This is an optimization exercise on Yosys and OpenROAD, whose aim is small area and few clock cycles per item, not a production implementation. In this exercise RTL edits were held to simulation tests only and were not proved equivalent to the original. No activity file was given, so power comes from the tool's default toggle rates.

==> flow/design.v (excerpt) <==
module rs_c3_enc (
    input  wire        clk,
    input  wire        rst,
    input  wire        in_valid,
    output wire        in_ready,
    input  wire [15:0] in_data,
    output wire        out_valid,
    input  wire        out_ready,
    output wire [15:0] out_data,
    output wire        out_last
);
    localparam integer K    = 240;
    localparam integer NPAR = 16;
    reg [15:0] q [1:NPAR-1];
    reg [15:0] fbd;
    reg        emitting;    
    reg        flushing;    
    reg [7:0]  in_cnt;
    reg [3:0]  out_cnt;
    wire [15:0] qn [1:NPAR-1];
    wire [15:0] top;
    wire x0 = fbd[8] ^ fbd[15];
    wire x1 = fbd[9] ^ fbd[14];
    wire x2 = fbd[3] ^ fbd[11];
    wire x3 = fbd[4] ^ fbd[12];
    wire x4 = fbd[0] ^ x1;
    wire x5 = fbd[10] ^ x0;
    wire x6 = fbd[8] ^ fbd[13];
    wire x7 = fbd[2] ^ fbd[14];
    wire x8 = fbd[5] ^ fbd[15];
    wire x9 = fbd[7] ^ x6;
    wire x10 = fbd[1] ^ fbd[6];
    wire x11 = x4 ^ x10;
    wire x12 = fbd[0] ^ x8;
    wire x13 = fbd[11] ^ x7;
    wire x14 = fbd[1] ^ x5;
    wire x15 = x3 ^ x11;
    wire x16 = fbd[6] ^ fbd[12];
    wire x17 = fbd[15] ^ x16;
    wire x18 = fbd[11] ^ fbd[14];
    wire x19 = x8 ^ x18;
    wire x20 = x3 ^ x7;
    wire x21 = fbd[10] ^ x20;
    wire x22 = x2 ^ x3;
    wire x23 = fbd[2] ^ x22;
    wire x24 = x2 ^ x6;
    wire x25 = x12 ^ x24;
    wire x26 = fbd[5] ^ fbd[11];
    wire x27 = x24 ^ x26;
    wire x28 = x11 ^ x27;
    wire x29 = fbd[4] ^ fbd[14];
    wire x30 = x5 ^ x29;
    wire x31 = x6 ^ x30;
    wire x32 = fbd[3] ^ fbd[12];
    wire x33 = x1 ^ x32;
    wire x34 = x0 ^ x33;
    wire x35 = fbd[1] ^ fbd[8];
    wire x36 = fbd[9] ^ x35;
    wire x37 = x24 ^ x36;
    wire x38 = fbd[0] ^ fbd[7];
    wire x39 = x20 ^ x38;
    wire x40 = x30 ^ x39;
    wire x41 = x32 ^ x35;
    wire x42 = x27 ^ x41;
    wire x43 = fbd[2] ^ fbd[5];
    wire x44 = fbd[13] ^ x38;
    wire x45 = x43 ^ x44;
    wire x46 = x14 ^ x45;
    wire x47 = x6 ^ x21;
    wire x48 = x11 ^ x13;
    wire x49 = x34 ^ x39;
    wire x50 = x34 ^ x45;
    wire x51 = x21 ^ x46;
    wire x52 = x20 ^ x24;
    wire x53 = x8 ^ x51;
    wire x54 = fbd[6] ^ x52;
    wire x55 = x15 ^ x33;
    wire x56 = x12 ^ x30;
    wire x57 = x2 ^ x50;
    wire x58 = fbd[3] ^ x51;
    wire x59 = x36 ^ x51;
    wire x60 = x55 ^ x56;
    wire x61 = x28 ^ x29;
    wire x62 = fbd[10] ^ x49;
    wire x63 = x15 ^ x35;
  ...
Settings: LEC_CHECK=0, CAP_MARGIN=20, CORE_MARGIN=2, CORE_UTILIZATION=55, PLACE_DENSITY=0.7, SETUP_SLACK_MARGIN=0.2, SLEW_MARGIN=20; clock period 4.0 ns.
standard.sh (not shown) runs the stock make flow with config.mk's settings and CLKGATE_MAP_FILE= SYNTH_SCRIPT=/design/flow/synth_recipe.tcl, a recipe that flattens the netlist after the stock synthesis.
==> flow/flow/run.sh <==
#!/bin/bash
# The standard layout (standard.sh) with two changes:
#  - ABC maps the logic with a plain structural mapping (flow/abc.script), so
#    the XOR network written in the RTL is kept as it is;
#  - extra ORFS make variables from flow/extra.sh (placement/CTS options).
# Each tool's output goes to the ORFS logs under orfs/logs; make's own output
# goes to make.log.
set -euo pipefail
HERE=$(pwd)
cat > my_synth.tcl <<EOF
proc abc {args} {
  set i [lsearch -exact \$args -script]
  if {\$i >= 0} { set args [lreplace \$args [expr {\$i+1}] [expr {\$i+1}] $HERE/flow/abc.script] }
  yosys abc {*}\$args
}
source $HERE/synth_recipe.tcl
EOF
{
  cat flow/extra.sh
  sed -e "s#SYNTH_SCRIPT=[^ ]*#SYNTH_SCRIPT=$HERE/my_synth.tcl#" \
      -e 's#"\${@:-finish}"#"${EXTRA[@]}" "${@:-finish}"#' standard.sh
} > my_standard.sh
bash my_standard.sh > make.log 2>&1
==> flow/flow/abc.script <==
strash
map -a
==> flow/flow/extra.sh <==
EXTRA=("BUFFER_PORTS_ARGS=-buffer_cell sky130_fd_sc_hd__buf_1" "CTS_ARGS=-sink_clustering_enable -repair_clock_nets -dont_use_dummy_load -buf_list sky130_fd_sc_hd__clkbuf_8 -root_buf sky130_fd_sc_hd__clkbuf_8 -sink_clustering_size 14 -sink_clustering_max_diameter 100")
The baseline completed with no timing, DRC or antenna violations.
Testbench counts at the start, summed over its fixed seeds: cycles 49,280, words 192.
Change:
--- a/flow/flow/run.sh
+++ b/flow/flow/run.sh
@@ -1,5 +1,5 @@
 #!/bin/bash
 # The standard layout (standard.sh) with two changes:
-#  - ABC maps the logic with a plain structural mapping (flow/abc.script), so
+#  - ABC maps the logic with an area-oriented structural mapping (&nf) (flow/abc.script), so
 #    the XOR network written in the RTL is kept as it is;
 #  - extra ORFS make variables from flow/extra.sh (placement/CTS options).
==> flow/flow/abc.script (replaced) <==
&get -n
&st
&dch -f
&nf -R 1000
&put
==> flow/flow/extra.sh (replaced) <==
EXTRA=("BUFFER_PORTS_ARGS=-buffer_cell sky130_fd_sc_hd__buf_1" "CTS_ARGS=-sink_clustering_enable -repair_clock_nets -dont_use_dummy_load -sink_clustering_size 20 -sink_clustering_max_diameter 100")
- SETUP_SLACK_MARGIN: 0.2 -> 0.1
The changed run produced a clean layout.
Global-route usage falls by 1.0 points.
Via count falls by 10%.
Critical path depth falls by 2.
Cell count falls by 11%.
Die area falls by 2.8%.
Clock skew falls by 0.0082 ns.
Wire length falls by 8.4%.
Cell area falls by 4.6%.
First-iteration DRC count falls by 14%.
Hold slack improved by 0.012 ns.
Change:
--- a/flow/flow/run.sh
+++ b/flow/flow/run.sh
@@ -1,5 +1,5 @@
 #!/bin/bash
 # The standard layout (standard.sh) with two changes:
-#  - ABC maps the logic with an area-oriented structural mapping (&nf) (flow/abc.script), so
+#  - ABC maps the logic with a plain structural mapping (flow/abc.script), so
 #    the XOR network written in the RTL is kept as it is;
 #  - extra ORFS make variables from flow/extra.sh (placement/CTS options).
==> flow/flow/abc.script (replaced) <==
strash
map -a
Routed wire length increases by about 6%; combinational power is higher by 44%; final cell count went up by 11%.
Change:
--- a/flow/flow/run.sh
+++ b/flow/flow/run.sh
@@ -1,6 +1,7 @@
 #!/bin/bash
 # The standard layout (standard.sh) with two changes:
-#  - ABC maps the logic with a plain structural mapping (flow/abc.script), so
-#    the XOR network written in the RTL is kept as it is;
+#  - the two-input XOR/XNOR gates are mapped straight to xor2_1/xnor2_1 cells
+#    (flow/xormap.v) and ABC maps the rest with a plain structural mapping
+#    (flow/abc.script), so the XOR network written in the RTL is kept as it is;
 #  - extra ORFS make variables from flow/extra.sh (placement/CTS options).
 # Each tool's output goes to the ORFS logs under orfs/logs; make's own output
@@ -10,4 +11,5 @@
 cat > my_synth.tcl <<EOF
 proc abc {args} {
+  yosys techmap -map $HERE/flow/xormap.v
   set i [lsearch -exact \$args -script]
   if {\$i >= 0} { set args [lreplace \$args [expr {\$i+1}] [expr {\$i+1}] $HERE/flow/abc.script] }
==> flow/flow/extra.sh (replaced) <==
EXTRA=("BUFFER_PORTS_ARGS=-buffer_cell sky130_fd_sc_hd__buf_2" "CTS_ARGS=-sink_clustering_enable -repair_clock_nets -dont_use_dummy_load -buf_list sky130_fd_sc_hd__clkbuf_8 -root_buf sky130_fd_sc_hd__clkbuf_8")
==> flow/flow/xormap.v (new file) <==
// Map Yosys's two-input XOR/XNOR gates straight to library cells, so that
// the XOR network written in the RTL reaches the layout gate for gate.
module \$_XOR_ (input A, input B, output Y);
  sky130_fd_sc_hd__xor2_1 _TECHMAP_REPLACE_ (.A(A), .B(B), .X(Y));
endmodule
module \$_XNOR_ (input A, input B, output Y);
  sky130_fd_sc_hd__xnor2_1 _TECHMAP_REPLACE_ (.A(A), .B(B), .Y(Y));
endmodule
- SETUP_SLACK_MARGIN: 0.1 -> not set
Effect: Design area rose slightly; wire length goes down slightly; clock-buffer cell count came out higher by 29; worst hold slack is about the same; global-route usage went down by 0.49 points; worst setup slack is worse by 0.062 ns; utilization increases by 0.87 points; register-to-register slack loses 0.04 ns; clock power goes up by about a fifth; via count fell slightly; final cell count barely changes.
Change:
==> flow/flow/run.sh (replaced) <==
#!/bin/bash
# The standard layout (standard.sh) with two changes:
#  - ABC maps the logic with an area-oriented structural mapping (&nf) (flow/abc.script), so
#    the XOR network written in the RTL is kept as it is;
#  - extra ORFS make variables from flow/extra.sh (placement/CTS options).
# Each tool's output goes to the ORFS logs under orfs/logs; make's own output
# goes to make.log.
set -euo pipefail
HERE=$(pwd)
cat > my_synth.tcl <<EOF
proc abc {args} {
  set i [lsearch -exact \$args -script]
  if {\$i >= 0} { set args [lreplace \$args [expr {\$i+1}] [expr {\$i+1}] $HERE/flow/abc.script] }
  yosys abc {*}\$args
}
source $HERE/synth_recipe.tcl
EOF
{
  cat flow/extra.sh
  sed -e "s#SYNTH_SCRIPT=[^ ]*#SYNTH_SCRIPT=$HERE/my_synth.tcl#" \
      -e 's#"\${@:-finish}"#"${EXTRA[@]}" "${@:-finish}"#' standard.sh
} > my_standard.sh
bash my_standard.sh > make.log 2>&1
==> flow/flow/abc.script (replaced) <==
&get -n
&st
&dch -f
&nf -R 1000
&put
==> flow/flow/extra.sh (replaced) <==
EXTRA=("BUFFER_PORTS_ARGS=-buffer_cell sky130_fd_sc_hd__buf_1" "CTS_ARGS=-sink_clustering_enable -repair_clock_nets -dont_use_dummy_load -sink_clustering_size 24 -sink_clustering_max_diameter 120")
- SETUP_SLACK_MARGIN: not set -> 0.15
removed: flow/flow/xormap.v
The changed run finished clean.
Setup slack gains 0.12 ns.
Clock skew grows by 0.026 ns.
Die area shrinks by a few percent.
Via count decreases by a little under a tenth.
Combinational power drops by a quarter to a third.
Sequential share of layout area increases by 2.7 points.
Final area decreases by a few percent.
Change:
--- a/flow/flow/run.sh
+++ b/flow/flow/run.sh
@@ -1,5 +1,5 @@
 #!/bin/bash
 # The standard layout (standard.sh) with two changes:
-#  - ABC maps the logic with an area-oriented structural mapping (&nf) (flow/abc.script), so
+#  - ABC maps the logic with a plain structural mapping (flow/abc.script), so
 #    the XOR network written in the RTL is kept as it is;
 #  - extra ORFS make variables from flow/extra.sh (placement/CTS options).
==> flow/flow/abc.script (replaced) <==
strash
map -a
Effect: Die area came out higher by 2.8%; first-iteration DRC count increases by 17%; global-route usage went down by 0.11 points; area after synthesis is higher by 2.9%; core utilization came out higher by 0.64 points; sequential cell count does not change; final cell count increases by about 10%.

========
## v32
rs_c3_enc, a different RTL version from the one above (not shown whole).
Size in the first run: about 270 flip-flops.
Settings: LEC_CHECK=0, CAP_MARGIN=20, CORE_MARGIN=2, CORE_UTILIZATION=55, PLACE_DENSITY=0.7, SLEW_MARGIN=20; clock period 4.0 ns.
==> flow/flow/run.sh <==
#!/bin/bash
# The standard layout (standard.sh) with two changes:
#  - ABC maps the logic with a plain structural mapping (flow/abc.script), so
#    the XOR network written in the RTL is kept as it is;
#  - extra ORFS make variables from flow/extra.sh (placement/CTS options).
# Each tool's output goes to the ORFS logs under orfs/logs; make's own output
# goes to make.log.
set -euo pipefail
HERE=$(pwd)
cat > my_synth.tcl <<EOF
proc abc {args} {
  set i [lsearch -exact \$args -script]
  if {\$i >= 0} { set args [lreplace \$args [expr {\$i+1}] [expr {\$i+1}] $HERE/flow/abc.script] }
  yosys abc {*}\$args
}
source $HERE/synth_recipe.tcl
EOF
{
  cat flow/extra.sh
  sed -e "s#SYNTH_SCRIPT=[^ ]*#SYNTH_SCRIPT=$HERE/my_synth.tcl#" \
      -e 's#"\${@:-finish}"#"${EXTRA[@]}" "${@:-finish}"#' standard.sh
} > my_standard.sh
bash my_standard.sh > make.log 2>&1
==> flow/flow/abc.script <==
strash
map -a
==> flow/flow/extra.sh <==
EXTRA=("BUFFER_PORTS_ARGS=-buffer_cell sky130_fd_sc_hd__buf_2" "CTS_ARGS=-sink_clustering_enable -repair_clock_nets -dont_use_dummy_load -buf_list sky130_fd_sc_hd__clkbuf_8 -root_buf sky130_fd_sc_hd__clkbuf_8")
v32 finished all stages; the layout is clean.
Testbench counts of v32, summed over its fixed seeds: cycles 49,280, words 192.
The following lists how v53 was set up differently from v32:
Settings: CORE_UTILIZATION changed from 55 to 40; PLACE_DENSITY changed from 0.7 to 0.6.
==> flow/flow/extra.sh <==
EXTRA=("BUFFER_PORTS_ARGS=-buffer_cell sky130_fd_sc_hd__buf_2" "CTS_ARGS=-sink_clustering_enable -repair_clock_nets -dont_use_dummy_load")
--- outcome ---
For the detailed placer's ending HPWL, v53 came in 5.2% higher than v32 did. v32 ended up with out_data[13] as its worst setup path endpoint; v53 ended up with out_data[9]. Run comparison: v32 launch point of the critical path fbd[9]$_DFFE_PP_; v53 launch point of the critical path fbd[15]$_DFFE_PP_. v53 against v32: share of the cycle needed by the critical path after routing went up 2.4 points, sequential cell area comparable. Compared with v32, v53 shows a portion of total power attributed to combinational logic that is 0.2 points lower. From v32 to v53 the numbers moved as follows: cell count has increased, worst slack on hold paths has remained practically unchanged.
Modified inputs, v37 compared to v53
==> flow/flow/extra.sh <==
EXTRA=(GPL_KEEP_OVERFLOW=0)
## What came out
The flow for v37 finished, though final verification flagged setup timing.
First-iteration DRC count sits higher in v37 than in v53.
v37 against v53: utilization after layout +3.4 points; setup slack decreased by 0.13 ns relative to the old numbers; met3 track demand over resource in global routing -0.28 points; fmax decreased 7.9 MHz; part of the total power dissipated in combinational logic rose 0.3 points.
In the flow results for v53 and v37, the post-cts sizing count is smaller on v53.
Looking only at shortest period the worst path allows, and setting everything else aside, the higher value of v53 and v37 goes to v37.
For the fraction of layout cells with a size suffix above 1, v37 came in 0.50 points higher than v53 did.
Delta (v37 minus v53): fraction of power spent switching nets picked up an extra 1.1 points; share of the clock period used by the worst path picked up an extra 3.2 points.
### v37 -> v2
==> flow/flow/run.sh <==
#!/bin/bash
set -euo pipefail
HERE=$(pwd)
cat > my_synth.tcl <<EOF
proc abc {args} {
  set i [lsearch -exact \$args -script]
  if {\$i >= 0} { set args [lreplace \$args [expr {\$i+1}] [expr {\$i+1}] $HERE/flow/abc.script] }
  yosys abc {*}\$args
}
source $HERE/synth_recipe.tcl
EOF
sed "s#SYNTH_SCRIPT=[^ ]*#SYNTH_SCRIPT=$HERE/my_synth.tcl#" standard.sh > my_standard.sh
bash my_standard.sh > make.log 2>&1
removed: flow/flow/extra.sh
==> comparison <==
- v2: flow completed, timing, DRC and antenna clean
- Between v2 and v37, it is v2 whose via count is higher, by about 1.3%.
- Diff v37 -> v2 | fraction of area in registers | increase of 1.4 points
- The higher cell depth of the worst setup path came out of v37.
- In v2 relative to v37, sum of met3 wire segment lengths after detailed routing had gone down by more than 10%.
- Relative to v37, the worst setup slack of v2 is higher by 0.13 ns.
- [v2] accumulated negative setup slack rose 0.075 ns relative to v37
- Diff v37 -> v2 | first-iteration DRC count | down by more than a quarter
- Relative to v37, number of cell instances on the worst register-to-register path increased by 3 in v2.
- Number of clock buffers in the layout (v2 over v37): increase, 8
- | number of fill cells | v2 vs v37 | about 3.3% higher |
- Power share of the clock group for v2 is higher than for v37.
## Diff of input files: v35 against v2
Settings: swapping 40 for 55 in CORE_UTILIZATION; swapping 0.6 for 0.7 in PLACE_DENSITY.
[summary]
v35 finished every step from synthesis to the final layout, and the layout passed the timing, DRC and antenna checks.
Going from v2 to v35, number of clock buffer instances in the layout shrank by more than 10%.
Compared with v2, area of the core in v35 decreased by more than a quarter.
Of v35 and v2, v35 shows the lower number of standard cells in the final layout excluding fillers, with v2 above it.
Wire length on met3 grows by more than a quarter when moving from v2 to v35.
Against v2 as the reference, v35 delivers a lower total met2 wirelength after detailed routing.
Looking only at number of vias in the routed layout, and setting everything else aside, the higher value of v35 and v2 goes to v35.
Route | v35 vs v2 | wire shorter in v35
Number of buffers created by CTS (v2 / v35): 1.07
Static power due to leakage was higher in v2 than in v35.
v35 ended up with fbd[9]$_DFFE_PP_ as its worst setup path startpoint; v2 ended up with fbd[8]$_DFFE_PP_.
Changes in v5 relative to v35:
diff --git a/flow/flow/run.sh b/flow/flow/run.sh
--- a/flow/flow/run.sh
+++ b/flow/flow/run.sh
@@ -1,2 +1,8 @@
 #!/bin/bash
+# The standard layout (standard.sh) with two changes:
+#  - ABC maps the logic with a plain structural mapping (flow/abc.script), so
+#    the XOR network written in the RTL is kept as it is;
+#  - extra ORFS make variables from flow/extra.sh (placement/CTS options).
+# Each tool's output goes to the ORFS logs under orfs/logs; make's own output
+# goes to make.log.
 set -euo pipefail
@@ -11,3 +17,7 @@
 EOF
-sed "s#SYNTH_SCRIPT=[^ ]*#SYNTH_SCRIPT=$HERE/my_synth.tcl#" standard.sh > my_standard.sh
+{
+  cat flow/extra.sh
+  sed -e "s#SYNTH_SCRIPT=[^ ]*#SYNTH_SCRIPT=$HERE/my_synth.tcl#" \
+      -e 's#"\${@:-finish}"#"${EXTRA[@]}" "${@:-finish}"#' standard.sh
+} > my_standard.sh
 bash my_standard.sh > make.log 2>&1
==> flow/flow/extra.sh (new file) <==
EXTRA=("BUFFER_PORTS_ARGS=-buffer_cell sky130_fd_sc_hd__buf_2" "CTS_ARGS=-sink_clustering_enable -repair_clock_nets -dont_use_dummy_load")
## What came out
Reported for v5 and v35, hold buffer count at cts turned out identical to the last digit. When v5 is measured against v35, its first-iteration DRC count turns out 64 higher. [v5] global-route usage over all layers fell 0.43 points relative to v35. Re synthesized instance count: no difference whatsoever between v5 and v35. Cmp v5 and v35 / power density normalized to cell area / higher: v35. Sort v5 and v35 by fraction of layout instances using a drive strength above 1, ascending, and v35 comes first. Overall power (higher): v35. Side by side, worst path setup slack after routing turned out higher in v5 than in v35. v5: register fraction of the total cell area is 1.1 points higher than what v35 reported. Comparing v5 against v35, there is no change at all in fraction of registers with async set or reset after synthesis. Cell area | v5 vs v35 | v5 smaller.

[what the ideal ports hide]
The flow's constraints put no driver on any port. The routed layouts listed below were extracted and timed again, unchanged, in two steps. Step 1, drivers: a clkbuf_16 drives clk and a buf_2 each remaining input, both assumed. Step 2 also shifts input and output timing later by t, the mid clock arrival at the registers, as if the neighbouring blocks saw the same clock. Three values: ideal, step 1, step 2; two values: the first two.
run | t, ns | setup slack, ns | clock arrival spread, ns | worst slew at a driven data input, ns
the first run of note 1 | 0.604 | 0.241 / 0.194 / 0.279 | 0.056 / 0.056 | 0.03
the second run of note 1 | 0.556 | 0.137 / 0.120 / 0.137 | 0.047 / 0.046 | 0.03
the third run of note 1 | 0.557 | 0.158 / 0.137 / 0.158 | 0.037 / 0.038 | 0.03
the fourth run of note 1 | 0.593 | 0.096 / 0.047 / 0.119 | 0.027 / 0.027 | 0.03
the fifth run of note 1 | 0.551 | 0.217 / 0.165 / 0.279 | 0.052 / 0.053 | 0.03
the sixth run of note 1 | 0.532 | 0.200 / 0.148 / 0.233 | 0.083 / 0.082 | 0.03
v32 | 0.591 | 0.157 / 0.110 / 0.205 | 0.017 / 0.018 | 0.03
v53 | 0.621 | 0.062 / 0.012 / 0.091 | 0.022 / 0.023 | 0.03
v37 | 0.628 | -0.065 / -0.067 / -0.065 | 0.036 / 0.036 | 0.03
v2 | 0.627 | 0.069 / 0.015 / 0.120 | 0.015 / 0.015 | 0.03
v35 | 0.605 | 0.044 / -0.005 / 0.093 | 0.021 / 0.021 | 0.03
v5 | 0.595 | 0.123 / 0.071 / 0.196 | 0.016 / 0.016 | 0.03
